Context: an optimization exercise on an open-source flow, tuned for small area, a short achievable clock period and few clock cycles per item. The choices shown serve that exercise and are no tape-out recipe.

## the reference run
## xu_aes
module xu_aes (
    input  wire         clk,
    input  wire         rst,         
    input  wire         in_valid,
    output wire         in_ready,
    input  wire         in_key256,   
    input  wire [255:0] in_key,
    input  wire [127:0] in_block,
    output reg          out_valid,
    output wire [127:0] out_data
);
Size in the first run: ~5500 cells after synthesis, about 400 flip-flops, ~520 I/O pins, roughly 45000 um2 of cells after synthesis.
Settings: LEC_CHECK=0, ABC_CLOCK_PERIOD_IN_PS=5000, CAP_MARGIN=20, CORE_MARGIN=2, CORE_UTILIZATION=60, PLACE_DENSITY=0.7, SETUP_SLACK_MARGIN=5, SLEW_MARGIN=20, TNS_END_PERCENT=100; clock period 10.0 ns.
standard.sh (not shown) runs the stock make flow with config.mk's settings and CLKGATE_MAP_FILE= SYNTH_SCRIPT=/design/flow/synth_recipe.tcl, a recipe that flattens the netlist after the stock synthesis.
==> flow/flow/run.sh <==
#!/bin/bash
# Standard ORFS layout, with the same synthesis script as the standard synthesis except
# that abc maps the logic with flow/abc_nf.script (an &nf area-oriented mapping) in place of
# ORFS's abc script. Registers, flattening and renaming are exactly as the standard synthesis.
set -euo pipefail
W=$(pwd)
cat > "$W/my_synth.tcl" <<EOT
proc abc {args} {
  set i [lsearch -exact \$args -script]
  if {\$i >= 0} { set args [lreplace \$args \$i [expr {\$i + 1}] -script $W/flow/abc_nf.script] }
  puts "abc with flow/abc_nf.script: \$args"
  yosys abc {*}\$args
}
source $W/synth_recipe.tcl
EOT
bash standard.sh SYNTH_SCRIPT="$W/my_synth.tcl" finish > "$W/standard.log" 2>&1
==> flow/flow/abc_nf.script <==
strash
&get -n
&fraig -x
&put
scorr
dc2
dretime
strash
&get -n
&dch -f
&nf {D}
&put
buffer -c
topo
stime -c
upsize -c
dnsize -c
The reference run: it failed during 5_1_grt, and the tool reported GRT-0232.
Inputs modified between the reference run and the trial run:
# the reference run
export LEC_CHECK = 0
export ABC_CLOCK_PERIOD_IN_PS = 5000
export CAP_MARGIN = 20
export CORE_MARGIN = 2
export CORE_UTILIZATION = 60
export PLACE_DENSITY = 0.7
export SETUP_SLACK_MARGIN = 5
export SLEW_MARGIN = 20
export TNS_END_PERCENT = 100
create_clock -name core_clock -period 10.0 [get_ports {clk}]
# the trial run
export LEC_CHECK = 0
export ABC_CLOCK_PERIOD_IN_PS = 5000
export CAP_MARGIN = 20
export CORE_MARGIN = 2
export CORE_UTILIZATION = 50
export PLACE_DENSITY = 0.6
export SLEW_MARGIN = 20
create_clock -name core_clock -period 10.0 [get_ports {clk}]
In the flow results for the trial run and the reference run, the buffers inserted during post-CTS setup optimization is smaller on the trial run. The trial run finished every stage and its layout cleared the timing, DRC and antenna checks. The reference run → the trial run: cell area after placement went down by about 2.2%; total number of placement rows higher; TritonCTS sink count has remained practically unchanged; weighted congestion reported at the end of routability-driven placement decreased by 0.048 relative to the old numbers. The initial core utilization of the trial run is lower than that of the reference run. In the trial run relative to the reference run, number of CTS-inserted buffers had gone up by more than 10%.
No run of this note included a check of the RTL's function; only the layout flow was run.


Setup of P:
Another version of the RTL of xu_aes (not shown whole).
Size: ~520 I/O pins, ~60000 um2 of cells after synthesis.
Design xu_aes, start of the top module:
module xu_aes (
    input  wire         clk,
    input  wire         rst,         
    input  wire         in_valid,
    output wire         in_ready,
    input  wire         in_key256,   
    input  wire [255:0] in_key,
    input  wire [127:0] in_block,
    output reg          out_valid,
    output wire [127:0] out_data
);
export LEC_CHECK = 0
export ABC_CLOCK_PERIOD_IN_PS = 5000
export CAP_MARGIN = 20
export CORE_MARGIN = 2
export CORE_UTILIZATION = 50
export PLACE_DENSITY = 0.6
export SETUP_SLACK_MARGIN = 5
export SLEW_MARGIN = 20
create_clock -name core_clock -period 10.0 [get_ports {clk}]
==> flow/flow/run.sh <==
#!/bin/bash
set -euo pipefail
W=$(pwd)
SETUP_MARGIN=6.5
cat > "$W/my_synth.tcl" <<EOT
proc abc {args} {
  set i [lsearch -exact \$args -script]
  if {\$i >= 0} { set args [lreplace \$args \$i [expr {\$i + 1}] -script $W/flow/abc_nf.script] }
  puts "abc with flow/abc_nf.script: \$args"
  yosys abc {*}\$args
}
source $W/synth_recipe.tcl
EOT
bash standard.sh SYNTH_SCRIPT="$W/my_synth.tcl" \
  BUFFER_PORTS_ARGS="-buffer_cell sky130_fd_sc_hd__buf_1" \
  SETUP_SLACK_MARGIN="$SETUP_MARGIN" finish > "$W/standard.log" 2>&1
==> flow/flow/abc_nf.script <==
strash
&get -n
&fraig -x
&put
scorr
dc2
dretime
strash
&get -n
&dch -f
&nf -R 20
&put
buffer -c
topo
stime -c
upsize -c
dnsize -c
P completed; timing, DRC and antenna clean
Modified inputs, Q compared to P
-- flow/flow/abc_nf.script --
<<< P, line 10
&dch -f
&nf -R 20
&put
>>> Q, line 10
&dch -f
&nf -R 10
&put
--- outcome ---
The part of the cycle the worst path needs number comes out higher for Q vs P.
The final reports for Q and P show compound-cell area share of the yosys netlist higher in the former.
On Q: setup slack on the worst flop-to-flop path is 0.07 ns lower than what P gave.
In Q, the total wire length after detailed routing came out 1300 um above the value in P.
Critical path depth in Q vs P: down 2
Taking P as the reference, in Q proportion of synthesized area in mux cells ~0 delta, synthesized cell area shows no meaningful change, xor/xnor cell area share of the yosys netlist saw a decrease, adder and majority cell fraction of the synthesized area has remained practically unchanged, filler-free cell count of the finished design now sits at about the same level.
Changes in R relative to Q:
-- flow/config.mk --
<<< Q, line 11
export CORE_UTILIZATION = 50
export PLACE_DENSITY = 0.6
>>> R, line 11
export CORE_UTILIZATION = 50
export CTS_BUF_LIST = sky130_fd_sc_hd__clkbuf_8
export CTS_CLUSTER_SIZE = 20
export PLACE_DENSITY = 0.6
Q -> R: number of core rows flat
Compared with Q, R shows a critical path depth in cells that is 1 higher.
Number of clock-tree buffers in the layout (R vs. Q) increases by more than a quarter
| global-route wire length before repair | Q vs R | ≈ equal |
Compared with Q, R shows fraction of the cycle the final worst path needs lower by 0.87 points.
R reports a higher non-clock buffer count than Q does.
Q → R: worst setup slack saw an increase; post-route non-filler standard cell count increased by 123 relative to the old numbers; wire length rose 710 um.
No functional check of the RTL was part of any run of this note.

## separate check: timing with driven ports
How much do the figures lean on ideal ports? The routed layouts below were timed once more, with nothing changed but the port constraints. Step 1 assumes that a clkbuf_16 drives the clock port and a buf_2 every other input. Step 2, shift: input delay + t, output delay - t, t = (earliest + latest rising clock arrival at the registers) / 2. This alone moves slack from input paths to output paths. a / b / c = ideal / step 1 / step 2; a / b = the first two.
run	t (ns)	setup slack, ns	worst setup path at the end	worst data-port slew with drivers (ns)	cell pins on the clock port's net
the trial run	0.686	1.972 / 1.972 / 1.972	register to register	0.11	1
P	0.817	6.525 / 6.450 / 6.337	input to register	0.08	1
Q	0.818	6.456 / 6.439 / 6.310	input to register	0.08	1
R	0.990	6.543 / 6.475 / 6.317	input to register	0.07	1
After both steps setup and hold are still met in every run listed. The setup slack of R, which loses most, moves by -0.068 ns with the drivers and by -0.226 ns with both steps.
